This is an optimization exercise on Yosys and OpenROAD, whose aim is a short achievable clock period and few clock cycles per item, not a production implementation.
RTL that was checked went through simulation tests only; none was proved equivalent to the original.
The RTL of runs 1 and 2 was laid out without a check of its function.
Power and IR drop assume default switching activity.

==> flow/design.v <==
module fc_stage #(parameter FLOP = 1) (
    input  wire        clk,
    input  wire        kill,       
    input  wire [10:0] len,
    input  wire [10:0] lm1,
    input  wire [4:0]  sh,
    input  wire [43:0] rnd,
    input  wire        mm,         
    input  wire        last,       
    input  wire [35:0] rd_q,       
    input  wire        v0,
    input  wire [31:0] x0,
    input  wire [3:0]  f0,         
    input  wire [3:0]  tg0,        
    output wire        ov_next,    
    output wire [31:0] y_next,
    output wire [3:0]  yf_next,
    output wire        nv_next,    
    output reg         vo,
    output reg  [31:0] yo,
    output reg  [3:0]  fo,
    output reg  [3:0]  tgo
);
    reg [10:0] fill;
    wire init0 = (fill < len);
    always @(posedge clk)
        if (kill) fill <= 11'd0;
        else if (v0 && init0) fill <= fill + 11'd1;
    reg        v1, v2, v3, v4;
    reg [31:0] x1, x2;
    reg [3:0]  f1, f2;
    reg [3:0]  tg1, tg2, tg3, tg4;
    reg        init1, init2;
    reg [35:0] tap1, tap2;
    generate if (FLOP) begin : g_win
        reg [128*36-1:0] sr;
        always @(posedge clk)
            if (v0) sr <= {sr[127*36-1:0], f0, x0};
        wire [128*36-1:0] m0 = sr;
        wire [64*36-1:0]  m1;
        wire [32*36-1:0]  m2;
        wire [16*36-1:0]  m3;
        wire [8*36-1:0]   m4;
        wire [4*36-1:0]   m5;
        wire [2*36-1:0]   m6;
        wire [35:0]       m7;
        genvar i;
        for (i = 0; i < 64; i = i + 1) begin : l1
            assign m1[i*36 +: 36] = lm1[0] ? m0[(2*i+1)*36 +: 36] : m0[2*i*36 +: 36];
        end
        for (i = 0; i < 32; i = i + 1) begin : l2
            assign m2[i*36 +: 36] = lm1[1] ? m1[(2*i+1)*36 +: 36] : m1[2*i*36 +: 36];
        end
        for (i = 0; i < 16; i = i + 1) begin : l3
            assign m3[i*36 +: 36] = lm1[2] ? m2[(2*i+1)*36 +: 36] : m2[2*i*36 +: 36];
        end
        for (i = 0; i < 8; i = i + 1) begin : l4
            assign m4[i*36 +: 36] = lm1[3] ? m3[(2*i+1)*36 +: 36] : m3[2*i*36 +: 36];
        end
        for (i = 0; i < 4; i = i + 1) begin : l5
            assign m5[i*36 +: 36] = lm1[4] ? m4[(2*i+1)*36 +: 36] : m4[2*i*36 +: 36];
        end
        for (i = 0; i < 2; i = i + 1) begin : l6
            assign m6[i*36 +: 36] = lm1[5] ? m5[(2*i+1)*36 +: 36] : m5[2*i*36 +: 36];
        end
        assign m7 = lm1[6] ? m6[71:36] : m6[35:0];
        always @(posedge clk) begin
            tap1 <= m7;
            tap2 <= tap1;
        end
    end else begin : g_nowin
        always @(posedge clk) begin
            tap1 <= 36'd0;
            tap2 <= 36'd0;
        end
    end endgenerate
    always @(posedge clk) begin
        v1 <= v0 & ~kill;
        v2 <= v1 & ~kill;
        x1 <= x0;  f1 <= f0;  tg1 <= tg0;  init1 <= init0;
        x2 <= x1;  f2 <= f1;  tg2 <= tg1;  init2 <= init1;
    end
    wire [35:0] old = init2 ? {4'b0100, 32'd0} : (mm ? rd_q : tap2);
    wire [32:0] d   = {x2[31], x2} - {old[31], old[31:0]};
    wire [3:0]  inc = f2 & ~old[35:32];
    wire [3:0]  dec = ~f2 & old[35:32];
    reg [32:0] d3;
    reg [3:0]  inc3, dec3;
    always @(posedge clk) begin
        v3 <= v2 & ~kill;
        d3 <= d;  inc3 <= inc;  dec3 <= dec;  tg3 <= tg2;
    end
    reg signed [43:0] acc;        
    reg [10:0] cnt [0:3];
    integer k;
    always @(posedge clk) begin
        v4  <= v3 & ~kill;
        tg4 <= tg3;
        if (kill) begin
            acc <= rnd;
            cnt[0] <= 11'd0;
            cnt[1] <= 11'd0;
            cnt[2] <= len;
            cnt[3] <= 11'd0;
        end else if (v3) begin
            acc <= acc + {{11{d3[32]}}, d3};
            for (k = 0; k < 4; k = k + 1)
                cnt[k] <= cnt[k] + {10'd0, inc3[k]} - {10'd0, dec3[k]};
        end
    end
    wire signed [43:0] s = acc >>> sh;
    wire sat_hi = ~s[43] & (|s[42:31]);
    wire sat_lo =  s[43] & ~(&s[42:31]);
    assign y_next  = sat_hi ? 32'h7FFF_FFFF : sat_lo ? 32'h8000_0000 : s[31:0];
    assign yf_next = {cnt[3] != 11'd0, cnt[2] != 11'd0, cnt[1] != 11'd0,
                      (cnt[0] != 11'd0) | sat_hi | sat_lo};
    wire outs = v4 & tg4[0] & ~kill;
    assign ov_next = outs & last;
    assign nv_next = outs & ~last;
    always @(posedge clk) begin
        vo  <= nv_next;
        yo  <= y_next;
        fo  <= yf_next;
        tgo <= {1'b0, tg4[3:1]};
    end
endmodule
module filt_chain (
    input  wire        clk,
    input  wire        rst,
    input  wire        restart,
    input  wire [1:0]  cfg_nstage,    
    input  wire [43:0] cfg_len,       
    input  wire [43:0] cfg_dec,       
    input  wire [19:0] cfg_shift,     
    input  wire        cfg_trunc,     
    input  wire        in_valid,
    output wire        in_ready,
    input  wire [31:0] in_data,
    input  wire        in_missing,
    input  wire        in_invalid,
    input  wire        in_simulated,
    output reg         out_valid,
    output reg  [31:0] out_data,
    output reg         out_sat,
    output reg         out_missing,
    output reg         out_invalid,
    output reg         out_simulated,
    output wire        mem_rd_en,
    output wire [11:0] mem_rd_addr,
    input  wire [35:0] mem_rd_data,
    output wire        mem_wr_en,
    output wire [11:0] mem_wr_addr,
    output wire [35:0] mem_wr_data
);
    wire rs_in = rst | restart;
    reg  rs_q;
    always @(posedge clk) rs_q <= rs_in;
    reg [1:0]  nst_q;
    reg [10:0] len_q [0:3];
    reg [10:0] lm1_q [0:3];
    reg [10:0] rm1_q [0:3];
    reg [4:0]  sh_q  [0:3];
    reg [43:0] rnd_q [0:3];
    reg [3:0]  mm_q;              
    reg [3:0]  last_q;
    integer i;
    always @(posedge clk) begin
        nst_q <= cfg_nstage;
        for (i = 0; i < 4; i = i + 1) begin
            len_q[i] <= cfg_len[i*11 +: 11];
            lm1_q[i] <= cfg_len[i*11 +: 11] - 11'd1;
            rm1_q[i] <= cfg_dec[i*11 +: 11] - 11'd1;
            sh_q[i]  <= cfg_shift[i*5 +: 5];
            rnd_q[i] <= (cfg_shift[i*5 +: 5] == 5'd0 || cfg_trunc) ? 44'd0
                        : (44'd1 << (cfg_shift[i*5 +: 5] - 5'd1));
            last_q[i] <= (cfg_nstage == i);
            mm_q[i]  <= (i == 0) || ((cfg_len[i*11 +: 11] > 11'd128) && (cfg_nstage >= i));
        end
    end
    reg         in_ready_q;
    assign in_ready = in_ready_q;
    wire accept = in_valid & in_ready_q & ~rs_in;
    reg  [10:0] pc [0:3];
    wire [10:0] pce0 = rs_q ? 11'd0 : pc[0];
    wire [10:0] pce1 = rs_q ? 11'd0 : pc[1];
    wire [10:0] pce2 = rs_q ? 11'd0 : pc[2];
    wire [10:0] pce3 = rs_q ? 11'd0 : pc[3];
    wire [3:0]  o;
    assign o[0] = (pce0 == rm1_q[0]);
    assign o[1] = o[0] & (pce1 == rm1_q[1]);
    assign o[2] = o[1] & (pce2 == rm1_q[2]);
    assign o[3] = o[2] & (pce3 == rm1_q[3]);
    always @(posedge clk) begin
        if (accept) begin
            pc[0] <= o[0] ? 11'd0 : pce0 + 11'd1;
            pc[1] <= o[0] ? (o[1] ? 11'd0 : pce1 + 11'd1) : pce1;
            pc[2] <= o[1] ? (o[2] ? 11'd0 : pce2 + 11'd1) : pce2;
            pc[3] <= o[2] ? (o[3] ? 11'd0 : pce3 + 11'd1) : pce3;
        end else if (rs_q) begin
            pc[0] <= 11'd0; pc[1] <= 11'd0; pc[2] <= 11'd0; pc[3] <= 11'd0;
        end
    end
    reg [15:0] rsv1, rsv2, rsv3;
    wire [15:0] busy = rsv1 | rsv2 | rsv3;
    always @(posedge clk) begin
        if (rs_in) begin
            rsv1 <= 16'd0; rsv2 <= 16'd0; rsv3 <= 16'd0;
            in_ready_q <= 1'b1;
        end else begin
            rsv1 <= {1'b0, rsv1[15:1]} | {10'd0, accept & o[0] & mm_q[1], 5'd0};
            rsv2 <= {1'b0, rsv2[15:1]} | {5'd0, accept & o[1] & mm_q[2], 10'd0};
            rsv3 <= {1'b0, rsv3[15:1]} | {accept & o[2] & mm_q[3], 15'd0};
            in_ready_q <= ~(busy[2] | (mm_q[1] & busy[7]) | (mm_q[2] & busy[12]));
        end
    end
    reg        v0_1;
    reg [31:0] x0_1;
    reg [3:0]  f0_1, tg0_1;
    always @(posedge clk) begin
        v0_1  <= accept;
        x0_1  <= in_data;
        f0_1  <= {in_simulated, in_invalid, in_missing, 1'b0};
        tg0_1 <= o;
    end
    reg [35:0] rd_q;
    always @(posedge clk) rd_q <= mem_rd_data;
    wire        ov   [0:3];
    wire [31:0] yn   [0:3];
    wire [3:0]  yfn  [0:3];
    wire        nvn  [0:3];
    wire        vo   [0:3];
    wire [31:0] yo   [0:3];
    wire [3:0]  fo   [0:3];
    wire [3:0]  tgo  [0:3];
    fc_stage #(.FLOP(0)) st0 (
        .clk(clk), .kill(rs_q), .len(len_q[0]), .lm1(lm1_q[0]), .sh(sh_q[0]),
        .rnd(rnd_q[0]), .mm(1'b1), .last(last_q[0]), .rd_q(rd_q),
        .v0(v0_1), .x0(x0_1), .f0(f0_1), .tg0(tg0_1),
        .ov_next(ov[0]), .y_next(yn[0]), .yf_next(yfn[0]), .nv_next(nvn[0]),
        .vo(vo[0]), .yo(yo[0]), .fo(fo[0]), .tgo(tgo[0]));
    genvar g;
    generate for (g = 1; g < 4; g = g + 1) begin : g_st
        fc_stage #(.FLOP(1)) st (
            .clk(clk), .kill(rs_q), .len(len_q[g]), .lm1(lm1_q[g]), .sh(sh_q[g]),
            .rnd(rnd_q[g]), .mm(mm_q[g]), .last(last_q[g]), .rd_q(rd_q),
            .v0(vo[g-1]), .x0(yo[g-1]), .f0(fo[g-1]), .tg0(tgo[g-1]),
            .ov_next(ov[g]), .y_next(yn[g]), .yf_next(yfn[g]), .nv_next(nvn[g]),
            .vo(vo[g]), .yo(yo[g]), .fo(fo[g]), .tgo(tgo[g]));
    end endgenerate
    reg  [9:0]  ptr [0:3];
    wire [9:0]  ptr0e = rs_q ? 10'd0 : ptr[0];
    wire req1 = nvn[0] & mm_q[1];
    wire req2 = nvn[1] & mm_q[2];
    wire req3 = nvn[2] & mm_q[3];
    reg        men_q;
    reg [11:0] maddr_q;
    reg [35:0] mdata_q;
    always @(posedge clk) begin
        men_q <= accept | req1 | req2 | req3;
        if (req1) begin
            maddr_q <= {2'd1, ptr[1]};
            mdata_q <= {yfn[0], yn[0]};
        end else if (req2) begin
            maddr_q <= {2'd2, ptr[2]};
            mdata_q <= {yfn[1], yn[1]};
        end else if (req3) begin
            maddr_q <= {2'd3, ptr[3]};
            mdata_q <= {yfn[2], yn[2]};
        end else begin
            maddr_q <= {2'd0, ptr0e};
            mdata_q <= {in_simulated, in_invalid, in_missing, 1'b0, in_data};
        end
        if (accept)
            ptr[0] <= ({1'b0, ptr0e} == lm1_q[0]) ? 10'd0 : ptr0e + 10'd1;
        else if (rs_q)
            ptr[0] <= 10'd0;
        if (rs_q) ptr[1] <= 10'd0;
        else if (req1) ptr[1] <= ({1'b0, ptr[1]} == lm1_q[1]) ? 10'd0 : ptr[1] + 10'd1;
        if (rs_q) ptr[2] <= 10'd0;
        else if (req2) ptr[2] <= ({1'b0, ptr[2]} == lm1_q[2]) ? 10'd0 : ptr[2] + 10'd1;
        if (rs_q) ptr[3] <= 10'd0;
        else if (req3) ptr[3] <= ({1'b0, ptr[3]} == lm1_q[3]) ? 10'd0 : ptr[3] + 10'd1;
    end
    assign mem_rd_en   = men_q;
    assign mem_wr_en   = men_q;
    assign mem_rd_addr = maddr_q;
    assign mem_wr_addr = maddr_q;
    assign mem_wr_data = mdata_q;
    always @(posedge clk) begin
        out_valid <= ~rs_in & (ov[0] | ov[1] | ov[2] | ov[3]);
        case (nst_q)
            2'd0: {out_simulated, out_invalid, out_missing, out_sat, out_data} <= {yfn[0], yn[0]};
            2'd1: {out_simulated, out_invalid, out_missing, out_sat, out_data} <= {yfn[1], yn[1]};
            2'd2: {out_simulated, out_invalid, out_missing, out_sat, out_data} <= {yfn[2], yn[2]};
            default: {out_simulated, out_invalid, out_missing, out_sat, out_data} <= {yfn[3], yn[3]};
        endcase
    end
endmodule
==> flow/run.sh <==
#!/bin/bash
# synth_recipe.tcl (not shown) runs the flow's synth.tcl, then flattens the netlist and writes it again
# the make line also repeats each setting of config.mk as NAME=value (left out here)
make -C /OpenROAD-flow-scripts/flow DESIGN_CONFIG=/design/flow/config.mk WORK_HOME=/design/flow/orfs CLKGATE_MAP_FILE= SYNTH_SCRIPT=/design/flow/synth_recipe.tcl finish
==> flow/config.mk <==
export PLATFORM = sky130hd
export DESIGN_NAME = filt_chain
export DESIGN_NICKNAME = filt_chain
export VERILOG_FILES = /design/flow/design.v
export SDC_FILE = /design/flow/constraint.sdc
export NUM_CORES = 4
export LEC_CHECK = 0
export CAP_MARGIN = 20
export CORE_MARGIN = 2
export CORE_UTILIZATION = 40
export PLACE_DENSITY = 0.6
export SLEW_MARGIN = 20
==> flow/constraint.sdc <==
create_clock -name core_clock -period 13.0 [get_ports {clk}]
set_input_delay 2.6000 -clock core_clock [delete_from_list [all_inputs] [get_ports {clk}]]
set_output_delay 2.6000 -clock core_clock [all_outputs]
set_load 0.01 [all_outputs]
==> results.toml, run 1 <==
[synth]
yosys.cell_types.count = 104
synth_top_area_cell = "edfxtp_1"
synth_top_area_share_pct = 69.2
yosysWarnings = 19
netlist_area_sq_mm = 0.609
synth_most_common_cell = "edfxtp_1"
ys_seq_area_share_pct = 74.4
synthArstFlopShare_pct = 0
ys.flop_type = "edfxtp_1"
synth.area.top_cells = "edfxtp_1 69%, mux4_2 17%, dfxtp_1 5.2%"
synthCells = 28500
yosys_register_bits = 15600
synth_edf_count = 14000
synth_common_cells = "14.0k x edfxtp_1, 4627 x mux4_2, 1586 x dfxtp_1, 1007 x clkbuf_1, 854 x nor2_1"
syn_area_per_cell_sq_um = 21.3

[layout]
layout-drive-gt1-share_pct = 25.4
fin_cells = 51200
final_nets = 30300
synthToLayoutAreaGrowth_pct = 13.2
final_cell_area_sq_mm = 0.689
num-fill-cells = 126000
fin_util_pct = 45.3

[cts]
cts_tree = "built"
htree_num_levels = 7
worstSkewPairLatency_ns = 1.43
cts.sinks = 15600
clk_path_buf_depth = 6
clk_pin_slew_worst_paths_ns = 0.06
ctsResizeCount = 0
hold_buffers = 0
root_buffer = "clkbuf_16"
numCtsBuffers = 1658
post_cts_buffers = 0

[setup_path]
rrSetupSlack_ns = 7.70
required_ns = 10.40
cp-end-kind = "output port"
arrival_ns = 3.08
critPathSlowestCell = "dfxtp_1"
worst-path-buf-inv = 1
rr_worst_depth = 7
cp-startpoint = "out_data[5]"
crit_path_end = "out_data[5]"
critPathKind = "reg -> out"
worstPathMaxFanout = 8
r2r-end = "g_st[2].st.tap1[1]"
reg2reg_from = "lm1_q[2][0]"
crit_chain = "clkdlybuf4s50_1"
cp_num_cells = 1
worst_setup_path_start_kind = "flop"
cp_slowest_stage_delay_ns = 0.89
crit_family = "flip-flops"

[die]
io_pins = 286
start_util_pct = 40.1
die_area_sq_mm = 1.53
dieWidth_um = 1240
dieHeight_um = 1240
fp.coreArea_sq_mm = 1.52
num_rows = 453

[global_routing]
grt.busiest_layer = "met2"
grt_overflow = 0
grt.total_usage_pct = 16.2
grt_pass1_vias = 292000
grt_use_met1_pct = 24.1
grt_pass1_wl_um = 1920000
grt_use_met2_pct = 24.6
grt_max_degree = 234
antenna_found_initial = 152
use_met3_pct = 3.15

[timing]
setup_violations = 0
hold_violations = 0
slew_viol_final = 0
min_period_over_period_pct = 43.7
rsz0062_at_grt = "no"
min_period_ns = 5.68
setup_ws_ns = 7.32
setup-tns-final_ns = 0
slew-limit-headroom_pct = 14.2
skew_ns = 0.151
fmaxAchievable_ghz = 0.176
worstMarginPinSlew_ns = 1.29

[drt]
drc = 0
vias_per_cell = 5.52
wl_per_cell_um = 24.9
first_pass_iters = 6
antenna_left = 0
vias = 283000
wl_um = 1280000
drt_iter0_drc = 32000

[run]
drv_cap = 0

[placed_design]
placed_cells = 48100
postPlaceCellArea_sq_mm = 0.636
portBuffers = 285
dpl_worst_slack_ns = 6.22
gp_congestion = 0.868
dp_hpwl_um = 766000

[power]
cellPowerDensity_mw_per_mm2 = 161
vdd_drop_max_mv = 0.133
power_leakage_nw = 218

[worst_hold_path]
holdCritPathClass = "reg -> reg"

[outcome]
status = "complete, no violations"
worst min-delay path by stage:
stage / depth (start not counted) / endpoint / slack, ns / start
4_1_cts: 0 / g_st[1].st.tap2[5] / 0.31 / g_st[1].st.tap1[5]
5_1_grt: 0 / g_st[3].st.tap2[27] / 0.31 / g_st[3].st.tap1[27]
2_1_floorplan: 0 / g_st[1].st.f2[0] / 0.31 / g_st[1].st.f1[0]
6_report: 0 / g_st[2].st.x2[31] / 0.30 / g_st[2].st.x1[31]
3_3_place_gp: 0 / g_st[3].st.x2[21] / 0.31 / g_st[3].st.x1[21]
3_5_place_dp: 0 / g_st[3].st.x2[10] / 0.31 / g_st[3].st.x1[10]
layout by cell type (no fill, tap or decap), types with 144 or more instances in the layout:
cell type and count:
clkdlybuf4s50_1 283, ha_1 590, buf_4 321, inv_1 451, xor2_1 252, clkbuf_1 390
mux4_2 4627, a21o_1 195, clkinv_1 267, mux2_2 187, clkinv_2 302, o21ai_0 419
nor2_1 852, nand3_1 144, nand2_1 717, clkbuf_16 1691, xnor2_1 323, dfxtp_1 1541
edfxtp_1 14000, a21oi_1 564, mux2i_1 357, nor3_1 154
final cells by class:
cell class                 instances  area (sq um)  area share (%)
inverter                         464          1740           0.253
multi-input combinational      11000        149000            21.5
antenna                          132           330          0.0479
timing repair buffer             717          7400            1.07
sequential                     15600        454000            65.8
clock buffer                    2198         45400            6.58
tap                            20200         25300            3.68
clock inverter                   795          6980            1.01
cell families (layout without fill, tap and decap cells):
kind of cell | count (synthesis) | in the layout | synth area share, %
and+or+nand+nor | 2687 | 2687 | 2.10
xor gates and xnor gates | 575 | 575 | 0.827
DFF | 15600 | 15600 | 74.4
adders and majority gates | 613 | 613 | 1.29
muxes | 5196 | 5196 | 18.1
buffers and inverters | 1867 | 4174 | 1.20
AOI/OAI and AO/OA | 1973 | 1973 | 2.06
other | 1 | 136 | 0.000616
layer usage:
metal	up-vias	routed length, um	share of wire [%]
li1	121000	-	-
met1	151000	571000	45
met2	8983	586000	46
met3	1886	88200	6.9
met4	22	32300	2.5
met5	-	135	0.011
power breakdown:
part,switching (mW),internal [mW]
combinational,4.87,4.39
sequential,1.31,54.9
clock,19.1,26.7
flip-flops by register name, indices dropped and copies added (netlist names), 64 cells and up:
| signal | flops |
|---|---|
| g_st.st.x2 | 96 |
| g_st.st.acc | 132 |
| g_st.st.x1 | 96 |
| g_st.st.cnt | 132 |
| g_st.st.g_win.sr | 13824 |
| g_st.st.tap1 | 108 |
| rnd_q | 128 |
| g_st.st.yo | 64 |
| g_st.st.d3 | 99 |
| g_st.st.tap2 | 108 |
per-stage QoR:
stage,power [mW],hold slack (ns)
final,111,0.300
after global routing,115,0.311
after CTS,113,0.310
after detailed placement,66.5,0.312
after global placement,66.5,0.310
after floorplan,63.1,0.310
==> inputs of run 2 (changes only) <==
--- a/flow/config.mk
+++ b/flow/config.mk
@@ -5,8 +5,10 @@
 export SDC_FILE = /design/flow/constraint.sdc
 export NUM_CORES = 4
 export LEC_CHECK = 0
+export ABC_CLOCK_PERIOD_IN_PS = 4000
 export CAP_MARGIN = 20
 export CORE_MARGIN = 2
 export CORE_UTILIZATION = 40
 export PLACE_DENSITY = 0.6
+export SETUP_SLACK_MARGIN = 5
 export SLEW_MARGIN = 20
==> results.toml, run 2 <==
[cts]
cts_tree = "built"
clk_pin_slew_worst_paths_ns = 0.06
htree_num_levels = 7
hold_buffers = 0
root_buffer = "clkbuf_16"
post_cts_buffers = 0
numCtsBuffers = 1658
cts.sinks = 15600
worstSkewPairLatency_ns = 1.43
clk_path_buf_depth = 6
ctsResizeCount = 0

[layout]
final_cell_mix = "14.0k x edfxtp_1, 4627 x mux4_2, 1691 x clkbuf_16"
mostFrequentLayoutCell = "edfxtp_1"
top_regs = "g_st.st.g_win.sr (13824), g_st.st.acc (132), g_st.st.cnt (132)"
final_nets = 30300
synthToLayoutAreaGrowth_pct = 13.2
layout-drive-gt1-share_pct = 25.4
largest_register = "g_st.st.g_win.sr"
largest_register_ff_count = 13800

[setup_path]
worstPathMaxFanout = 8
crit_family = "flip-flops"
reg2reg_from = "lm1_q[2][0]"
rr_worst_depth = 7
worst_setup_path_start_kind = "flop"
cp-end-kind = "output port"
worst-path-buf-inv = 1
arrival_ns = 3.08
required_ns = 10.40
critPathKind = "reg -> out"
r2r-end = "g_st[2].st.tap1[1]"
critPathSlowestCell = "dfxtp_1"
crit_chain = "clkdlybuf4s50_1"
cp_slowest_stage_delay_ns = 0.89
rrSetupSlack_ns = 7.70

[synth]
synth_top_area_share_pct = 69.2
synth_most_common_cell = "edfxtp_1"
synthCells = 28500
synth.area.top_cells = "edfxtp_1 69%, mux4_2 17%, dfxtp_1 5.2%"
synth_common_cells = "14.0k x edfxtp_1, 4627 x mux4_2, 1586 x dfxtp_1, 1007 x clkbuf_1, 854 x nor2_1"
synthArstFlopShare_pct = 0
syn_area_per_cell_sq_um = 21.3
netlist_area_sq_mm = 0.609
synth_top_area_cell = "edfxtp_1"
ys.flop_type = "edfxtp_1"
yosysWarnings = 19
yosys.cell_types.count = 104
synth_edf_count = 14000
ys_seq_area_share_pct = 74.4
yosys_register_bits = 15600

[die]
num_rows = 453
start_util_pct = 40.1
dieHeight_um = 1240
io_pins = 286
fp.coreArea_sq_mm = 1.52
dieWidth_um = 1240
die_area_sq_mm = 1.53

[placed_design]
dp_hpwl_um = 766000
portBuffers = 285
gp_congestion = 0.868

[drt]
antenna_left = 0
drt_iter0_drc = 32000
wl_um = 1280000
first_pass_iters = 6
drc = 0
vias_per_cell = 5.52
wl_per_cell_um = 24.9
vias = 283000

[outcome]
status = "complete, no violations"

[timing]
slew-limit-headroom_pct = 14.2
min_period_over_period_pct = 43.7
min_period_ns = 5.68
slew_viol_final = 0
whs_ns = 0.300
setup-tns-final_ns = 0
setup_violations = 0
worstMarginPinSlew_ns = 1.29
rsz0062_at_grt = "no"
skew_ns = 0.151
fmaxAchievable_ghz = 0.176
hold_violations = 0

[run]
drv_cap = 0

[worst_hold_path]
whs_path_depth = 0
worstHoldEndpoint = "g_st[2].st.x2[31]"
holdCritStartpoint = "g_st[2].st.x1[31]"
holdCritPathClass = "reg -> reg"

[power]
vdd_drop_max_mv = 0.133
power_leakage_nw = 218
cellPowerDensity_mw_per_mm2 = 161

[global_routing]
grt_max_degree = 234
grt_pass1_wl_um = 1920000
grt.total_usage_pct = 16.2
grt_pass1_vias = 292000
antenna_found_initial = 152
grt_overflow = 0
==> run 2: logic make-up (layout without fill, tap and decap cells) <==
kind of cell / count (synthesis) / count (layout) / synth area share (%)
AO/OA/AOI/OAI: 1973 / 1973 / 2.06
XOR/XNOR: 575 / 575 / 0.827
adder cells (fa/ha/maj): 613 / 613 / 1.29
buffers and inverters: 1867 / 4174 / 1.20
flip-flops: 15600 / 15600 / 74.4
multiplexers: 5196 / 5196 / 18.1
other: 1 / 136 / 0.000616
AND/OR/NAND/NOR: 2687 / 2687 / 2.10
==> run 2: routing by layer <==
| layer | share of wire, % | up-vias | routed length, um | GRT usage [%] |
|---|---|---|---|---|
| li1 | - | 121000 | - | - |
| met1 | 45 | 151000 | 571000 | 24.1 |
| met2 | 46 | 8983 | 586000 | 24.6 |
| met3 | 6.9 | 1886 | 88200 | 3.15 |
| met4 | 2.5 | 22 | 32300 | 4.31 |
| met5 | 0.011 | - | 135 | 0 |
==> run 2: report_power, final <==
group / internal [mW] / switching (mW)
clock: 26.7 / 19.1
sequential: 54.9 / 1.31
combinational: 4.39 / 4.87
total: 86.0 / 25.3
==> run 2: worst max path at each step <==
stage | from | endpoint | slack, ns | depth (start not counted)
3_5_place_dp | restart | pc[3][8] | 6.22 | 11
3_3_place_gp | restart | pc[3][10] | 6.15 | 11
5_1_grt | out_data[5] | out_data[5] | 7.28 | 1
2_1_floorplan | st0.vo | g_st[1].st.fill[7] | -22.14 | 5
4_1_cts | out_data[3] | out_data[3] | 7.25 | 1
6_report | out_data[5] | out_data[5] | 7.32 | 1
==> run 2: area by class of cell <==
| class | instances | area, sq um |
|---|---|---|
| Clock buffer | 2198 | 45400 |
| Fill cell | 126000 | 831000 |
| Sequential cell | 15600 | 454000 |
| Clock inverter | 795 | 6980 |
| Tap cell | 20200 | 25300 |
| Timing Repair Buffer | 717 | 7400 |
| Multi-Input combinational cell | 11000 | 149000 |
| Inverter | 464 | 1740 |
| Antenna cell | 132 | 330 |
==> run 2: through the flow <==
stage	area, sq um	power [mW]	setup slack (ns)	util [%]	std cells
after floorplan	609000	63.1	-22.14	-	28500
after global placement	636000	66.5	6.15	41.9	48100
after detailed placement	636000	66.5	6.22	41.9	48100
after CTS	689000	113	7.25	45.3	51100
after global routing	689000	115	7.28	45.3	51200
final	689000	111	7.32	45.3	51200
==> inputs of run 3 (changes only) <==
--- a/flow/design.v
+++ b/flow/design.v
@@ -21,99 +21,75 @@
     output reg  [3:0]  fo,
     output reg  [3:0]  tgo
 );
-    reg [10:0] fill;
+    reg [10:0] fill;                  
+    reg [10:0] age [0:3];             
     wire init0 = (fill < len);
+    wire [3:0] fw;                    
+    genvar q;
+    generate for (q = 0; q < 4; q = q + 1) begin : g_age
+        wire [10:0] an = f0[q] ? 11'd0 : (age[q][10] ? age[q] : age[q] + 11'd1);
+        assign fw[q] = (an < len) | ((q == 2) && (fill + 11'd1 < len));
+        always @(posedge clk)
+            if (kill) age[q] <= 11'h400;
+            else if (v0) age[q] <= an;
+    end endgenerate
     always @(posedge clk)
         if (kill) fill <= 11'd0;
         else if (v0 && init0) fill <= fill + 11'd1;
     reg        v1, v2, v3, v4;
     reg [31:0] x1, x2;
-    reg [3:0]  f1, f2;
+    reg [3:0]  fw1, fw2, fw3, fw4;
     reg [3:0]  tg1, tg2, tg3, tg4;
     reg        init1, init2;
-    reg [35:0] tap1, tap2;
+    reg [31:0] tap1, tap2;
     generate if (FLOP) begin : g_win
-        reg [128*36-1:0] sr;
-        always @(posedge clk)
-            if (v0) sr <= {sr[127*36-1:0], f0, x0};
-        wire [128*36-1:0] m0 = sr;
-        wire [64*36-1:0]  m1;
-        wire [32*36-1:0]  m2;
-        wire [16*36-1:0]  m3;
-        wire [8*36-1:0]   m4;
-        wire [4*36-1:0]   m5;
-        wire [2*36-1:0]   m6;
-        wire [35:0]       m7;
-        genvar i;
-        for (i = 0; i < 64; i = i + 1) begin : l1
-            assign m1[i*36 +: 36] = lm1[0] ? m0[(2*i+1)*36 +: 36] : m0[2*i*36 +: 36];
-        end
-        for (i = 0; i < 32; i = i + 1) begin : l2
-            assign m2[i*36 +: 36] = lm1[1] ? m1[(2*i+1)*36 +: 36] : m1[2*i*36 +: 36];
-        end
-        for (i = 0; i < 16; i = i + 1) begin : l3
-            assign m3[i*36 +: 36] = lm1[2] ? m2[(2*i+1)*36 +: 36] : m2[2*i*36 +: 36];
-        end
-        for (i = 0; i < 8; i = i + 1) begin : l4
-            assign m4[i*36 +: 36] = lm1[3] ? m3[(2*i+1)*36 +: 36] : m3[2*i*36 +: 36];
-        end
-        for (i = 0; i < 4; i = i + 1) begin : l5
-            assign m5[i*36 +: 36] = lm1[4] ? m4[(2*i+1)*36 +: 36] : m4[2*i*36 +: 36];
-        end
-        for (i = 0; i < 2; i = i + 1) begin : l6
-            assign m6[i*36 +: 36] = lm1[5] ? m5[(2*i+1)*36 +: 36] : m5[2*i*36 +: 36];
-        end
-        assign m7 = lm1[6] ? m6[71:36] : m6[35:0];
+        reg [127:0]       sel;       
+        reg [128*32-1:0]  sr;
+        integer j;
         always @(posedge clk) begin
-            tap1 <= m7;
+            for (j = 0; j < 128; j = j + 1)
+                sel[j] <= (lm1[6:0] == j);
+            if (v0) begin
+                for (j = 0; j < 127; j = j + 1)
+                    sr[j*32 +: 32] <= sel[j] ? x0 : sr[(j+1)*32 +: 32];
+                sr[127*32 +: 32] <= x0;
+            end
+            tap1 <= sr[31:0];
             tap2 <= tap1;
         end
     end else begin : g_nowin
         always @(posedge clk) begin
-            tap1 <= 36'd0;
-            tap2 <= 36'd0;
+            tap1 <= 32'd0;
+            tap2 <= 32'd0;
         end
     end endgenerate
     always @(posedge clk) begin
         v1 <= v0 & ~kill;
         v2 <= v1 & ~kill;
-        x1 <= x0;  f1 <= f0;  tg1 <= tg0;  init1 <= init0;
-        x2 <= x1;  f2 <= f1;  tg2 <= tg1;  init2 <= init1;
-    end
-    wire [35:0] old = init2 ? {4'b0100, 32'd0} : (mm ? rd_q : tap2);
-    wire [32:0] d   = {x2[31], x2} - {old[31], old[31:0]};
-    wire [3:0]  inc = f2 & ~old[35:32];
-    wire [3:0]  dec = ~f2 & old[35:32];
+        x1 <= x0;  fw1 <= fw;  tg1 <= tg0;  init1 <= init0;
+        x2 <= x1;  fw2 <= fw1; tg2 <= tg1;  init2 <= init1;
+    end
+    wire [31:0] old = init2 ? 32'd0 : (mm ? rd_q[31:0] : tap2);
+    wire [32:0] d   = {x2[31], x2} - {old[31], old};
     reg [32:0] d3;
-    reg [3:0]  inc3, dec3;
-    always @(posedge clk) begin
-        v3 <= v2 & ~kill;
-        d3 <= d;  inc3 <= inc;  dec3 <= dec;  tg3 <= tg2;
+    always @(posedge clk) begin
+        v3  <= v2 & ~kill;
+        d3  <= d;  fw3 <= fw2;  tg3 <= tg2;
     end
     reg signed [43:0] acc;        
-    reg [10:0] cnt [0:3];
-    integer k;
     always @(posedge clk) begin
         v4  <= v3 & ~kill;
-        tg4 <= tg3;
-        if (kill) begin
+        tg4 <= tg3;  fw4 <= fw3;
+        if (kill)
             acc <= rnd;
-            cnt[0] <= 11'd0;
-            cnt[1] <= 11'd0;
-            cnt[2] <= len;
-            cnt[3] <= 11'd0;
-        end else if (v3) begin
+        else if (v3)
             acc <= acc + {{11{d3[32]}}, d3};
-            for (k = 0; k < 4; k = k + 1)
-                cnt[k] <= cnt[k] + {10'd0, inc3[k]} - {10'd0, dec3[k]};
-        end
     end
     wire signed [43:0] s = acc >>> sh;
     wire sat_hi = ~s[43] & (|s[42:31]);
     wire sat_lo =  s[43] & ~(&s[42:31]);
     assign y_next  = sat_hi ? 32'h7FFF_FFFF : sat_lo ? 32'h8000_0000 : s[31:0];
-    assign yf_next = {cnt[3] != 11'd0, cnt[2] != 11'd0, cnt[1] != 11'd0,
-                      (cnt[0] != 11'd0) | sat_hi | sat_lo};
+    assign yf_next = {fw4[3:1], fw4[0] | sat_hi | sat_lo};
     wire outs = v4 & tg4[0] & ~kill;
     assign ov_next = outs & last;
     assign nv_next = outs & ~last;
==> flow/flow/run.sh (new file) <==
#!/bin/bash
set -euo pipefail
bash standard.sh SETUP_SLACK_MARGIN=8.5 TNS_END_PERCENT=10 finish > standard_flow.log 2>&1
==> flow/standard.sh (new file) <==
#!/bin/bash
# synth_recipe.tcl (not shown) runs the flow's synth.tcl, then flattens the netlist and writes it again
# the make line also repeats each setting of config.mk as NAME=value (left out here)
make -C /OpenROAD-flow-scripts/flow DESIGN_CONFIG=/design/flow/config.mk WORK_HOME=/design/flow/orfs CLKGATE_MAP_FILE= SYNTH_SCRIPT=/design/flow/synth_recipe.tcl "${@:-finish}"
--- a/flow/config.mk
+++ b/flow/config.mk
@@ -5,10 +5,8 @@
 export SDC_FILE = /design/flow/constraint.sdc
 export NUM_CORES = 4
 export LEC_CHECK = 0
-export ABC_CLOCK_PERIOD_IN_PS = 4000
 export CAP_MARGIN = 20
 export CORE_MARGIN = 2
 export CORE_UTILIZATION = 40
 export PLACE_DENSITY = 0.6
-export SETUP_SLACK_MARGIN = 5
 export SLEW_MARGIN = 20
removed: flow/run.sh
==> results.toml, run 3 <==
[power]
vdd_drop_max_mv = 0.135
finalPower_mw = 105
power_leakage_nw = 223
cellPowerDensity_mw_per_mm2 = 153

[cts]
numCtsBuffers = 1606
worstSkewPairLatency_ns = 1.38
cts.sinks = 14500
htree_num_levels = 7
clk_path_buf_depth = 6
root_buffer = "clkbuf_16"
cts_tree = "built"
clk_pin_slew_worst_paths_ns = 0.07

[setup_path]
worst-path-buf-inv = 1
crit_chain = "dlygate4sd2_1"
critPathSlowestCell = "dlygate4sd2_1"
required_ns = 10.40
worstPathMaxFanout = 1
worst_setup_path_start_kind = "flop"
crit_family = "buffers and inverters"
cp-end-kind = "output port"
cp_slowest_stage_delay_ns = 0.52
arrival_ns = 2.08
critPathKind = "reg -> out"

[synth]
yosys_register_bits = 14500
ys.flop_type = "edfxtp_1"
synthAdderAreaFrac_pct = 1.21
synth_xor_area_share_pct = 0.887
synthMuxAreaShare_pct = 23.7
synthCells = 37300
synth_edf_count = 12500
synth_most_common_cell = "edfxtp_1"
synthSimpleGateAreaFrac_pct = 2.50
netlist_area_sq_mm = 0.614
yosysWarnings = 19
yosys.cell_types.count = 107
synthArstFlopShare_pct = 0
synth_top_area_cell = "edfxtp_1"
synth.area.top_cells = "edfxtp_1 61%, mux2_2 23%, dfxtp_1 6.5%"
syn_area_per_cell_sq_um = 16.5
synth_top_family_by_area = "multiplexers"
synth_common_cells = "12.5k x edfxtp_1, 12.3k x mux2_2, 2039 x clkbuf_1, 1986 x dfxtp_1, 1340 x nor2_1"
ys_seq_area_share_pct = 67.4
synth_compound_area_share_pct = 2.03
synth_top_area_share_pct = 61.0

[global_routing]
grt.busiest_layer = "met2"
grt_pass1_wl_um = 2070000
grt_use_met1_pct = 24.1
use_met3_pct = 2.20
grt_pass1_vias = 321000
antenna_found_initial = 155
grt_max_degree = 197
grt.total_usage_pct = 17.2
grt_overflow = 0
grt_use_met2_pct = 27.8

[outcome]
status = "failed layout checks"
failed_checks = "antenna rules"

[placed_design]
portBuffers = 281
gp_congestion = 0.875
postPlaceCellArea_sq_mm = 0.636
dp_hpwl_um = 818000
dpl_worst_slack_ns = 7.25
placed_cells = 55400

[timing]
rsz0062_at_grt = "yes"
setup_violations = 0
slew_viol_final = 0
fmaxAchievable_ghz = 0.214
min_period_ns = 4.68
whs_ns = 0.256
worstMarginPinSlew_ns = 1.26
skew_ns = 0.146
setup_ws_ns = 8.32
min_period_over_period_pct = 36.0
setup-tns-final_ns = 0
hold_violations = 0
slew-limit-headroom_pct = 15.5

[drt]
first_pass_iters = 7
drc = 0
wl_per_cell_um = 23.5
vias_per_cell = 5.32
vias = 310000
wl_um = 1370000
drt_iter0_drc = 26400
antenna_left = 2

[layout]
largest_register_ff_count = 12300
fin_util_pct = 44.8
final_nets = 37500
layout-drive-gt1-share_pct = 41.8
synthToLayoutAreaGrowth_pct = 11.9
final_cell_mix = "12.5k x edfxtp_1, 12.3k x mux2_2, 1793 x dfxtp_1"
top_regs = "g_st.st.g_win.sr (12288), g_st.st.g_win.sel (381)"
final_cell_area_sq_mm = 0.687
mostFrequentLayoutCell = "edfxtp_1"
num-fill-cells = 132000
fin_cells = 58300
largest_register = "g_st.st.g_win.sr"

[die]
dieHeight_um = 1240
dieWidth_um = 1240
start_util_pct = 40.1
num_rows = 455
io_pins = 286
fp.coreArea_sq_mm = 1.53
die_area_sq_mm = 1.54

[run]
drv_cap = 0

[worst_hold_path]
holdCritPathClass = "reg -> reg"
## run 3: cell count changes after synthesis, moves of 66 or more
| cell | before | now |
|---|---|---|
| clkbuf_1 | 1007 | 2039 |
| mux2_2 | 187 | 12283 |
| buf_1 | 262 | 1191 |
| mux4_2 | 4627 | 148 |
| a21oi_1 | 565 | 482 |
| xor2_1 | 252 | 333 |
| edfxtp_1 | 14044 | 12464 |
| inv_1 | 452 | 212 |
| nor2_1 | 854 | 1340 |
| nand3_1 | 144 | 237 |
| and3_1 | 47 | 115 |
| nor2b_1 | 94 | 160 |
| dfxtp_1 | 1586 | 1986 |
| o21ai_0 | 420 | 509 |
## run 3: cell families (layout without fill, tap and decap cells)
group / Yosys count / in the layout
DFF: 14500 / 14500
muxes: 12800 / 12800
buffers and inverters: 3533 / 4153
and+or+nand+nor: 3326 / 3326
AOI/OAI and AO/OA: 1956 / 1956
xor gates and xnor gates: 622 / 622
adders and majority gates: 587 / 587
other: 1 / 57
## run 3: routing by layer
layer  wire (um)  part of all wire, %
met1      626000                   46
met2      642000                   47
met3       59900                  4.4
met4       44200                  3.2
met5         116               0.0085
## run 3: path summary, 6_finish.rpt
kind,to,slack [ns],depth (start not counted),start
hold reg to reg,g_st[3].st.fw2[1],0.26,0,g_st[3].st.fw1[1]
hold / removal,g_st[3].st.fw2[1],0.26,0,g_st[3].st.fw1[1]
setup / recovery,mem_wr_data[27],8.32,1,mdata_q[27]
setup reg to reg,mdata_q[12],8.58,10,sh_q[2][1]
## run 3: area by class of cell
class                      count  area, sq um  share of cell area, %
timing repair buffer        1074         9760                   1.42
antenna                       53          133                 0.0193
multi-input combinational  19300       187000                   27.1
sequential                 14500       415000                   60.3
clock inverter               742         6020                  0.876
clock buffer                2114        43900                   6.39
inverter                     223          842                  0.123
tap                        20300        25400                   3.70
## run 3: timing repair
item / CTS / global route
setup endpoints to repair: 175 / 315
hold buffers: 0 / 0
hold endpoints to repair: 0 / 0
setup buffers: 0 / 6
gates resized for setup: 327 / 31
## run 3: report_power, final
part	switching [mW]	leakage [nW]	internal, mW
sequential	1.63	129	50.5
clock	18.2	24.6	25.4
combinational	6.39	69.6	2.71
Testbench counts of run 3, summed over its fixed seeds: cycles 119,992, items 118,615.
==> inputs of run 4 (changes only) <==
==> flow/run.sh (new file) <==
#!/bin/bash
# synth_recipe.tcl (not shown) runs the flow's synth.tcl, then flattens the netlist and writes it again
# the make line also repeats each setting of config.mk as NAME=value (left out here)
make -C /OpenROAD-flow-scripts/flow DESIGN_CONFIG=/design/flow/config.mk WORK_HOME=/design/flow/orfs CLKGATE_MAP_FILE= SYNTH_SCRIPT=/design/flow/synth_recipe.tcl finish
removed: flow/flow/run.sh
removed: flow/standard.sh
==> results.toml, run 4 <==
[cts]
htree_num_levels = 7
root_buffer = "clkbuf_16"
hold_buffers = 0
cts_tree = "built"
post_cts_buffers = 0
cts.sinks = 14500
worstSkewPairLatency_ns = 1.38
numCtsBuffers = 1606
ctsResizeCount = 0
clk_path_buf_depth = 6
clk_pin_slew_worst_paths_ns = 0.07

[synth]
synthCells = 37300
synthArstFlopShare_pct = 0
synth_edf_count = 12500
netlist_area_sq_mm = 0.614
synth_common_cells = "12.5k x edfxtp_1, 12.3k x mux2_2, 2039 x clkbuf_1, 1986 x dfxtp_1, 1340 x nor2_1"
synth.area.top_cells = "edfxtp_1 61%, mux2_2 23%, dfxtp_1 6.5%"
ys.flop_type = "edfxtp_1"
yosysWarnings = 19
synth_most_common_cell = "edfxtp_1"
yosys_register_bits = 14500
synth_top_area_cell = "edfxtp_1"
yosys.cell_types.count = 107
synth_top_area_share_pct = 61.0
ys_seq_area_share_pct = 67.4
syn_area_per_cell_sq_um = 16.5

[layout]
mostFrequentLayoutCell = "edfxtp_1"
largest_register = "g_st.st.g_win.sr"
top_regs = "g_st.st.g_win.sr (12288), g_st.st.g_win.sel (381)"
largest_register_ff_count = 12300
synthToLayoutAreaGrowth_pct = 11.9
layout-drive-gt1-share_pct = 41.6
num-fill-cells = 132000
final_cell_mix = "12.5k x edfxtp_1, 12.3k x mux2_2, 1823 x dfxtp_1"
final_nets = 37500

[setup_path]
cp_slowest_stage_delay_ns = 1.00
r2r-end = "out_data[10]"
worst_setup_path_start_kind = "flop"
critPathSlowestCell = "dfxtp_1"
arrival_ns = 3.06
worstPathMaxFanout = 1
critPathKind = "reg -> out"
crit_chain = "clkdlybuf4s50_1"
required_ns = 10.40
rrSetupSlack_ns = 7.60
cp-end-kind = "output port"
reg2reg_from = "sh_q[0][3]"
cp_num_cells = 1
worst-path-buf-inv = 1
cp-startpoint = "out_data[6]"
crit_path_end = "out_data[6]"
rr_worst_depth = 8
crit_family = "flip-flops"

[power]
clkPwrFrac_pct = 41.6
cellPowerDensity_mw_per_mm2 = 153
power_leakage_nw = 223
p_sw_mw = 26.2
intPower_mw = 78.6
finalPower_mw = 105
pwr-share-seq_pct = 49.7
p_sw_share_pct = 25.0
vdd_drop_max_mv = 0.135
p_comb_share_pct = 8.7

[timing]
min_period_over_period_pct = 43.6
skew_ns = 0.147
min_period_ns = 5.66
slew-limit-headroom_pct = 16.1
setup-tns-final_ns = 0
slew_viol_final = 0
rsz0062_at_grt = "no"
setup_violations = 0
worstMarginPinSlew_ns = 1.24
fmaxAchievable_ghz = 0.177
hold_violations = 0

[die]
dieHeight_um = 1240
fp.coreArea_sq_mm = 1.53
start_util_pct = 40.1
num_rows = 455
io_pins = 286
dieWidth_um = 1240
die_area_sq_mm = 1.54

[global_routing]
grt_pass1_wl_um = 2070000
grt_overflow = 0
grt_pass1_vias = 321000
antenna_found_initial = 159
grt.total_usage_pct = 17.2
grt_max_degree = 197

[drt]
antenna_left = 0
drc = 0
vias = 310000
first_pass_iters = 8
wl_per_cell_um = 23.5
wl_um = 1370000
drt_iter0_drc = 26400
vias_per_cell = 5.31

[outcome]
status = "complete, no violations"

[run]
drv_cap = 0

[placed_design]
gp_congestion = 0.875
dp_hpwl_um = 818000
portBuffers = 281

[worst_hold_path]
holdCritPathClass = "reg -> reg"
run 4: changes by cell type in the layout (fill, tap and decap cells not counted), sizes merged:
cell / previous run / this run
clkdlybuf4s50: 180 / 280
dlygate4sd2: 42 / 0
diode: 53 / 40
clkdlybuf4s15: 40 / 0
buf: 812 / 788
run 4: metrics by stage:
stage / cell area, sq um / std cells / hold WS (ns) / worst slack [ns] / utilization [%]
after floorplan: 614000 / 37300 / 0.310 / -18.96 / -
after global placement: 636000 / 55400 / 0.310 / 7.14 / 41.5
after detailed placement: 636000 / 55400 / 0.312 / 7.25 / 41.5
after CTS: 686000 / 58300 / 0.240 / 7.17 / 44.8
after global routing: 687000 / 58300 / 0.242 / 7.29 / 44.8
final: 687000 / 58300 / 0.255 / 7.34 / 44.8
run 4: metal layers:
layer | vias to the layer above | global-route usage, % | part of all wire [%]
met3 | 2080 | 2.20 | 4.2
met2 | 6214 | 27.8 | 47
met1 | 162000 | 24.1 | 46
li1 | 140000 | - | -
met4 | 18 | 5.25 | 3.2
met5 | - | 0 | 0.0080
run 4: area by class of cell:
class	count	area, sq um	area share [%]
repair buffers	1068	9620	1.40
clock buffers	2114	43900	6.40
well taps	20300	25400	3.70
inverters	223	840	0.122
diodes	40	100	0.0146
multi-input cells	19300	187000	27.2
flip-flops and latches	14500	414000	60.3
clock inverters	742	6020	0.876
run 4: power by group through the flow:
stage / Combinational (mW) / Clock [mW] / Sequential [mW]
finish: 9.10 / 43.6 / 52.1
global placement: 8.90 / 0 / 53.2
global route: 9.85 / 46.4 / 52.2
CTS: 9.00 / 44.8 / 52.2
floorplan: 6.17 / 0 / 51.7
detailed placement: 8.94 / 0 / 53.2
run 4: worst min path at each step:
| stage | start | to | slack [ns] | depth (start not counted) |
|---|---|---|---|---|
| after floorplan | g_st[1].st.fw1[0] | g_st[1].st.fw2[0] | 0.31 | 0 |
| after global placement | g_st[2].st.fw3[1] | g_st[2].st.fw4[1] | 0.31 | 0 |
| after detailed placement | g_st[1].st.tg1[1] | g_st[1].st.tg2[1] | 0.31 | 0 |
| after CTS | g_st[3].st.fw1[1] | g_st[3].st.fw2[1] | 0.24 | 0 |
| after global routing | g_st[3].st.fw1[1] | g_st[3].st.fw2[1] | 0.24 | 0 |
| final | g_st[3].st.fw1[1] | g_st[3].st.fw2[1] | 0.26 | 0 |
run 4: cells by family (layout without fill, tap and decap cells):
family / after synthesis / after routing / share of synthesized area (%)
xor gates and xnor gates: 622 / 622 / 0.887
and+or+nand+nor: 3326 / 3326 / 2.50
AOI/OAI and AO/OA: 1956 / 1956 / 2.03
muxes: 12800 / 12800 / 23.7
adders and majority gates: 587 / 587 / 1.21
buffers and inverters: 3533 / 4147 / 2.19
other: 1 / 44 / 0.000611
DFF: 14500 / 14500 / 67.4
==> inputs of run 5 (changes only) <==
--- a/flow/design.v
+++ b/flow/design.v
@@ -7,7 +7,7 @@
     input  wire [43:0] rnd,
     input  wire        mm,         
     input  wire        last,       
-    input  wire [35:0] rd_q,       
+    input  wire [35:0] rd_data,    
     input  wire        v0,
     input  wire [31:0] x0,
     input  wire [3:0]  f0,         
@@ -36,12 +36,12 @@
     always @(posedge clk)
         if (kill) fill <= 11'd0;
         else if (v0 && init0) fill <= fill + 11'd1;
-    reg        v1, v2, v3, v4;
-    reg [31:0] x1, x2;
-    reg [3:0]  fw1, fw2, fw3, fw4;
-    reg [3:0]  tg1, tg2, tg3, tg4;
-    reg        init1, init2;
-    reg [31:0] tap1, tap2;
+    reg        v1, v2;
+    reg [31:0] x1;
+    reg [3:0]  fw1, fw2;
+    reg [3:0]  tg1, tg2;
+    reg        init1;
+    reg [31:0] tap1;
     generate if (FLOP) begin : g_win
         reg [127:0]       sel;       
         reg [128*32-1:0]  sr;
@@ -55,49 +55,37 @@
                 sr[127*32 +: 32] <= x0;
             end
             tap1 <= sr[31:0];
-            tap2 <= tap1;
         end
     end else begin : g_nowin
-        always @(posedge clk) begin
-            tap1 <= 32'd0;
-            tap2 <= 32'd0;
-        end
+        always @(posedge clk) tap1 <= 32'd0;
     end endgenerate
     always @(posedge clk) begin
         v1 <= v0 & ~kill;
-        v2 <= v1 & ~kill;
         x1 <= x0;  fw1 <= fw;  tg1 <= tg0;  init1 <= init0;
-        x2 <= x1;  fw2 <= fw1; tg2 <= tg1;  init2 <= init1;
-    end
-    wire [31:0] old = init2 ? 32'd0 : (mm ? rd_q[31:0] : tap2);
-    wire [32:0] d   = {x2[31], x2} - {old[31], old};
-    reg [32:0] d3;
-    always @(posedge clk) begin
-        v3  <= v2 & ~kill;
-        d3  <= d;  fw3 <= fw2;  tg3 <= tg2;
-    end
+    end
+    wire [31:0] old = init1 ? 32'd0 : (mm ? rd_data[31:0] : tap1);
     reg signed [43:0] acc;        
     always @(posedge clk) begin
-        v4  <= v3 & ~kill;
-        tg4 <= tg3;  fw4 <= fw3;
+        v2  <= v1 & ~kill;
+        tg2 <= tg1;  fw2 <= fw1;
         if (kill)
             acc <= rnd;
-        else if (v3)
-            acc <= acc + {{11{d3[32]}}, d3};
+        else if (v1)
+            acc <= acc + {{12{x1[31]}}, x1} - {{12{old[31]}}, old};
     end
     wire signed [43:0] s = acc >>> sh;
     wire sat_hi = ~s[43] & (|s[42:31]);
     wire sat_lo =  s[43] & ~(&s[42:31]);
     assign y_next  = sat_hi ? 32'h7FFF_FFFF : sat_lo ? 32'h8000_0000 : s[31:0];
-    assign yf_next = {fw4[3:1], fw4[0] | sat_hi | sat_lo};
-    wire outs = v4 & tg4[0] & ~kill;
+    assign yf_next = {fw2[3:1], fw2[0] | sat_hi | sat_lo};
+    wire outs = v2 & tg2[0] & ~kill;
     assign ov_next = outs & last;
     assign nv_next = outs & ~last;
     always @(posedge clk) begin
         vo  <= nv_next;
         yo  <= y_next;
         fo  <= yf_next;
-        tgo <= {1'b0, tg4[3:1]};
+        tgo <= {1'b0, tg2[3:1]};
     end
 endmodule
 module filt_chain (
@@ -176,17 +164,17 @@
             pc[0] <= 11'd0; pc[1] <= 11'd0; pc[2] <= 11'd0; pc[3] <= 11'd0;
         end
     end
-    reg [15:0] rsv1, rsv2, rsv3;
-    wire [15:0] busy = rsv1 | rsv2 | rsv3;
+    reg [9:0] rsv1, rsv2, rsv3;
+    wire [9:0] busy = rsv1 | rsv2 | rsv3;
     always @(posedge clk) begin
         if (rs_in) begin
-            rsv1 <= 16'd0; rsv2 <= 16'd0; rsv3 <= 16'd0;
+            rsv1 <= 10'd0; rsv2 <= 10'd0; rsv3 <= 10'd0;
             in_ready_q <= 1'b1;
         end else begin
-            rsv1 <= {1'b0, rsv1[15:1]} | {10'd0, accept & o[0] & mm_q[1], 5'd0};
-            rsv2 <= {1'b0, rsv2[15:1]} | {5'd0, accept & o[1] & mm_q[2], 10'd0};
-            rsv3 <= {1'b0, rsv3[15:1]} | {accept & o[2] & mm_q[3], 15'd0};
-            in_ready_q <= ~(busy[2] | (mm_q[1] & busy[7]) | (mm_q[2] & busy[12]));
+            rsv1 <= {1'b0, rsv1[9:1]} | {6'd0, accept & o[0] & mm_q[1], 3'd0};
+            rsv2 <= {1'b0, rsv2[9:1]} | {3'd0, accept & o[1] & mm_q[2], 6'd0};
+            rsv3 <= {1'b0, rsv3[9:1]} | {accept & o[2] & mm_q[3], 9'd0};
+            in_ready_q <= ~(busy[2] | (mm_q[1] & busy[5]) | (mm_q[2] & busy[8]));
         end
     end
     reg        v0_1;
@@ -198,8 +186,6 @@
         f0_1  <= {in_simulated, in_invalid, in_missing, 1'b0};
         tg0_1 <= o;
     end
-    reg [35:0] rd_q;
-    always @(posedge clk) rd_q <= mem_rd_data;
     wire        ov   [0:3];
     wire [31:0] yn   [0:3];
     wire [3:0]  yfn  [0:3];
@@ -210,7 +196,7 @@
     wire [3:0]  tgo  [0:3];
     fc_stage #(.FLOP(0)) st0 (
         .clk(clk), .kill(rs_q), .len(len_q[0]), .lm1(lm1_q[0]), .sh(sh_q[0]),
-        .rnd(rnd_q[0]), .mm(1'b1), .last(last_q[0]), .rd_q(rd_q),
+        .rnd(rnd_q[0]), .mm(1'b1), .last(last_q[0]), .rd_data(mem_rd_data),
         .v0(v0_1), .x0(x0_1), .f0(f0_1), .tg0(tg0_1),
         .ov_next(ov[0]), .y_next(yn[0]), .yf_next(yfn[0]), .nv_next(nvn[0]),
         .vo(vo[0]), .yo(yo[0]), .fo(fo[0]), .tgo(tgo[0]));
@@ -218,7 +204,7 @@
     generate for (g = 1; g < 4; g = g + 1) begin : g_st
         fc_stage #(.FLOP(1)) st (
             .clk(clk), .kill(rs_q), .len(len_q[g]), .lm1(lm1_q[g]), .sh(sh_q[g]),
-            .rnd(rnd_q[g]), .mm(mm_q[g]), .last(last_q[g]), .rd_q(rd_q),
+            .rnd(rnd_q[g]), .mm(mm_q[g]), .last(last_q[g]), .rd_data(mem_rd_data),
             .v0(vo[g-1]), .x0(yo[g-1]), .f0(fo[g-1]), .tg0(tgo[g-1]),
             .ov_next(ov[g]), .y_next(yn[g]), .yf_next(yfn[g]), .nv_next(nvn[g]),
             .vo(vo[g]), .yo(yo[g]), .fo(fo[g]), .tgo(tgo[g]));
==> flow/flow/run.sh (new file) <==
#!/bin/bash
set -uo pipefail
RES=orfs/results/${FLOW_PLATFORM}/filt_chain/base
KNOBS="SETUP_SLACK_MARGIN=8.5 TNS_END_PERCENT=10"

antennas() {
    printf 'read_db %s\nputs "ANTENNAS [check_antennas]"\n' "$RES/6_final.odb" > check_antennas.tcl
    openroad -no_init -exit check_antennas.tcl > "check_antennas_$1.log" 2>&1
    sed -n 's/^ANTENNAS \([0-9]*\)$/\1/p' "check_antennas_$1.log" | tail -1
}

bash standard.sh $KNOBS finish > standard_flow_1.log 2>&1
n=$(antennas 1)
if [[ "$n" != "0" ]]; then
    mv orfs orfs_try1
    rm -f out/final.def
    bash standard.sh $KNOBS PLACE_DENSITY=0.63 finish > standard_flow_2.log 2>&1
fi
test -f out/final.def
==> flow/standard.sh (new file) <==
#!/bin/bash
# synth_recipe.tcl (not shown) runs the flow's synth.tcl, then flattens the netlist and writes it again
# the make line also repeats each setting of config.mk as NAME=value (left out here)
make -C /OpenROAD-flow-scripts/flow DESIGN_CONFIG=/design/flow/config.mk WORK_HOME=/design/flow/orfs CLKGATE_MAP_FILE= SYNTH_SCRIPT=/design/flow/synth_recipe.tcl "${@:-finish}"
removed: flow/run.sh
==> results.toml, run 5 <==
[outcome]
status = "complete, no violations"

[setup_path]
required_ns = 13.95
critPathKind = "in -> reg"
reg2reg_from = "mm_q[3]"
arrival_ns = 6.23
rr_worst_depth = 19
worstPathMaxFanout = 3
critPathSlowestCell = "fa_1"
r2r-end = "g_st[3].st.acc[39]"
cp-end-kind = "flop"
crit_chain = "buf_16 -> buf_4 -> buf_12 -> mux2i_1 -> nor2_1 -> fa_1 -> inv_1 -> ha_4 -> a211oi_4 -> nor4_4 -> o21ai_4 -> nand3_4 -> o2111ai_4 -> a211oi_4 -> or3_4 -> a41oi_2 -> xor2_1 -> nor2_1"
worst_setup_path_start_kind = "primary input"
cp_slowest_stage_delay_ns = 0.58
rrSetupSlack_ns = 7.98

[global_routing]
grt_pass1_vias = 323000
grt_max_degree = 200
grt_pass1_wl_um = 2150000
grt.total_usage_pct = 18.4
grt_overflow = 0
antenna_found_initial = 181

[drt]
antenna_left = 0
drt_iter0_drc = 27900
wl_per_cell_um = 24.9
first_pass_iters = 6
vias_per_cell = 5.35
drc = 0
vias = 309000
wl_um = 1440000

[layout]
largest_register = "g_st.st.g_win.sr"
final_cell_mix = "12.5k x edfxtp_1, 12.3k x mux2_2, 1610 x clkbuf_16"
final_nets = 37300
fin_util_pct = 45.2
largest_register_ff_count = 12300
top_regs = "g_st.st.g_win.sr (12288), g_st.st.g_win.sel (381)"
mostFrequentLayoutCell = "edfxtp_1"
synthToLayoutAreaGrowth_pct = 12.8
fin_cells = 57700
layout-drive-gt1-share_pct = 43.1

[die]
dieWidth_um = 1230
io_pins = 286
num_rows = 451
die_area_sq_mm = 1.52
dieHeight_um = 1230
start_util_pct = 40.1
fp.coreArea_sq_mm = 1.51

[synth]
synthArstFlopShare_pct = 0
netlist_area_sq_mm = 0.604
synth.area.top_cells = "edfxtp_1 62%, mux2_2 23%, dfxtp_1 5.0%"
synth_top_area_cell = "edfxtp_1"
synth_top_area_share_pct = 62.0
synthCells = 36900
yosysWarnings = 19
syn_area_per_cell_sq_um = 16.4
yosys_register_bits = 14000
synth_edf_count = 12500
ys_seq_area_share_pct = 67.0
yosys.cell_types.count = 92
ys.flop_type = "edfxtp_1"
synth_common_cells = "12.5k x edfxtp_1, 12.3k x mux2_2, 2058 x clkbuf_1, 1522 x dfxtp_1, 1371 x nor2_1"
synth_most_common_cell = "edfxtp_1"

[run]
drv_cap = 0

[timing]
slew-limit-headroom_pct = 15.5
slew_viol_final = 0
min_period_ns = 5.28
hold_violations = 0
whs_ns = 0.252
setup_ws_ns = 7.72
min_period_over_period_pct = 40.6
worstMarginPinSlew_ns = 1.27
fmaxAchievable_ghz = 0.190
rsz0062_at_grt = "yes"
skew_ns = 0.159
setup-tns-final_ns = 0
setup_violations = 0

[worst_hold_path]
holdCritStartpoint = "g_st[2].st.g_win.sr[5]"
whs_path_depth = 0
worstHoldEndpoint = "g_st[2].st.tap1[5]"
holdCritPathClass = "reg -> reg"

[cts]
numCtsBuffers = 1575
cts_tree = "built"
cts.sinks = 14000
htree_num_levels = 7
clk_path_buf_depth = 6
hold_buffers = 0
worstSkewPairLatency_ns = 1.34
root_buffer = "clkbuf_16"
clk_pin_slew_worst_paths_ns = 0.06

[power]
power_leakage_nw = 221
cellPowerDensity_mw_per_mm2 = 163
vdd_drop_max_mv = 0.147

[placed_design]
dpl_worst_slack_ns = 3.83
dp_hpwl_um = 861000
placed_cells = 54600
gp_congestion = 0.857
portBuffers = 281
run 5: changes by cell type in the layout (fill, tap and decap cells not counted), sizes merged, moves of 57 or more:
cell / delta
xnor2: -93
nand3: -63
fa: +164
inv: +545
buf: +281
dfxtp: -464
a21oi: -57
or2: -87
ha: -124
a21o: -81
run 5: worst max path at each step:
| stage | cells past startpoint | slack [ns] | end | startpoint |
|---|---|---|---|---|
| 2_1_floorplan | 5 | -15.98 | g_st[1].st.fill[9] | st0.vo |
| 3_3_place_gp | 16 | 3.87 | st0.acc[42] | mem_rd_data[0] |
| 3_5_place_dp | 16 | 3.83 | st0.acc[42] | mem_rd_data[0] |
| 4_1_cts | 1 | 7.82 | mem_wr_data[29] | mdata_q[29] |
| 5_1_grt | 19 | 7.69 | g_st[3].st.acc[40] | mem_rd_data[1] |
| 6_report | 18 | 7.72 | g_st[1].st.acc[37] | mem_rd_data[1] |
run 5: cell families (layout without fill, tap and decap cells):
group,count (synthesis),count (layout),share of synthesized area (%)
buffers and inverters,4096,4926,2.57
XOR/XNOR,501,501,0.727
other,1,92,0.000621
AND/OR/NAND/NOR,3182,3182,2.39
multiplexers,12800,12800,24.0
AO/OA/AOI/OAI,1704,1704,1.75
flip-flops,14000,14000,67.0
adder cells (fa/ha/maj),627,627,1.51
run 5: layout make-up:
type | instances | area, sq um
fillers | 130000 | 826000
flip-flops and latches | 14000 | 405000
clock inverters | 711 | 5890
repair buffers | 1324 | 12300
diodes | 88 | 220
well taps | 19900 | 24900
multi-input cells | 18800 | 186000
inverters | 784 | 2950
clock buffers | 2107 | 43200
run 5: what timing repair did:
item,CTS,global route
setup endpoints to repair,342,431
pin swaps,199,140
buffers inserted,142,72
resized for setup,641,218
run 5: where the power goes:
group | switching [mW] | internal (mW) | total, mW | leakage, nW
registers | 1.89 | 49.1 | 51.0 | 125
clock network | 17.8 | 25.0 | 42.8 | 24.1
logic | 11.4 | 5.55 | 16.9 | 71.8
total | 31.1 | 79.6 | 111 | 221
run 5: routing by layer:
layer | routed length (um) | vias up | GRT usage (%)
li1 | - | 138000 | -
met1 | 648000 | 162000 | 25.7
met2 | 681000 | 6733 | 30.1
met3 | 61900 | 2162 | 2.06
met4 | 47600 | 4 | 5.64
met5 | 31 | - | 0
run 5: critical path: cells and delay by family:
family | cells | cell delay (ns)
simple gates | 5 | 0.76
xor+xnor | 1 | 0.18
buf+inv | 4 | 0.52
fa+ha+maj | 2 | 0.81
compound gates | 5 | 1.18
mux | 1 | 0.16
run 5: stage by stage:
| stage | instance area, sq um | power (mW) |
|---|---|---|
| finish | 681000 | 111 |
| global route | 681000 | 115 |
| CTS | 679000 | 111 |
| detailed placement | 626000 | 66.5 |
| global placement | 626000 | 66.7 |
| floorplan | 604000 | 59.5 |
Testbench counts of run 5, summed over its fixed seeds: cycles 119,518, items 118,615.

[static timing again, ports no longer ideal]
No port has a modelled driver above. Below, the same layouts with a new extraction and two added sets of constraints.
Step 1: set_driving_cell puts a clkbuf_16 on clk and a buf_2 on each other input, an assumption about the parent block.
Step 2 adds t to the input delays and takes it off the output delays; t is the mean of the earliest and latest rising clock arrival at the registers after step 1. Input paths then give back, and output paths get back, about the clock's delay inside the block.
Slacks: ideal ports / drivers / drivers and shift; pairs: ideal ports / drivers.
| run | t (ns) | setup slack, ns | worst hold slack (ns) |
|---|---|---|---|
| run 1 | 1.487 | 7.319 / 7.198 / 6.204 | 0.300 / 0.300 / 0.300 |
| run 2 | 1.487 | 7.319 / 7.198 / 6.204 | 0.300 / 0.300 / 0.300 |
| run 3 | 1.465 | 8.316 / 8.150 / 7.254 | 0.256 / 0.256 / 0.256 |
| run 4 | 1.464 | 7.336 / 7.170 / 7.252 | 0.255 / 0.255 / 0.255 |
| run 5 | 1.452 | 7.725 / 7.745 / 6.395 | 0.252 / 0.252 / 0.252 |
For run 5, which loses most, drivers alone change the setup slack by +0.020 ns; drivers and shift together by -1.330 ns.
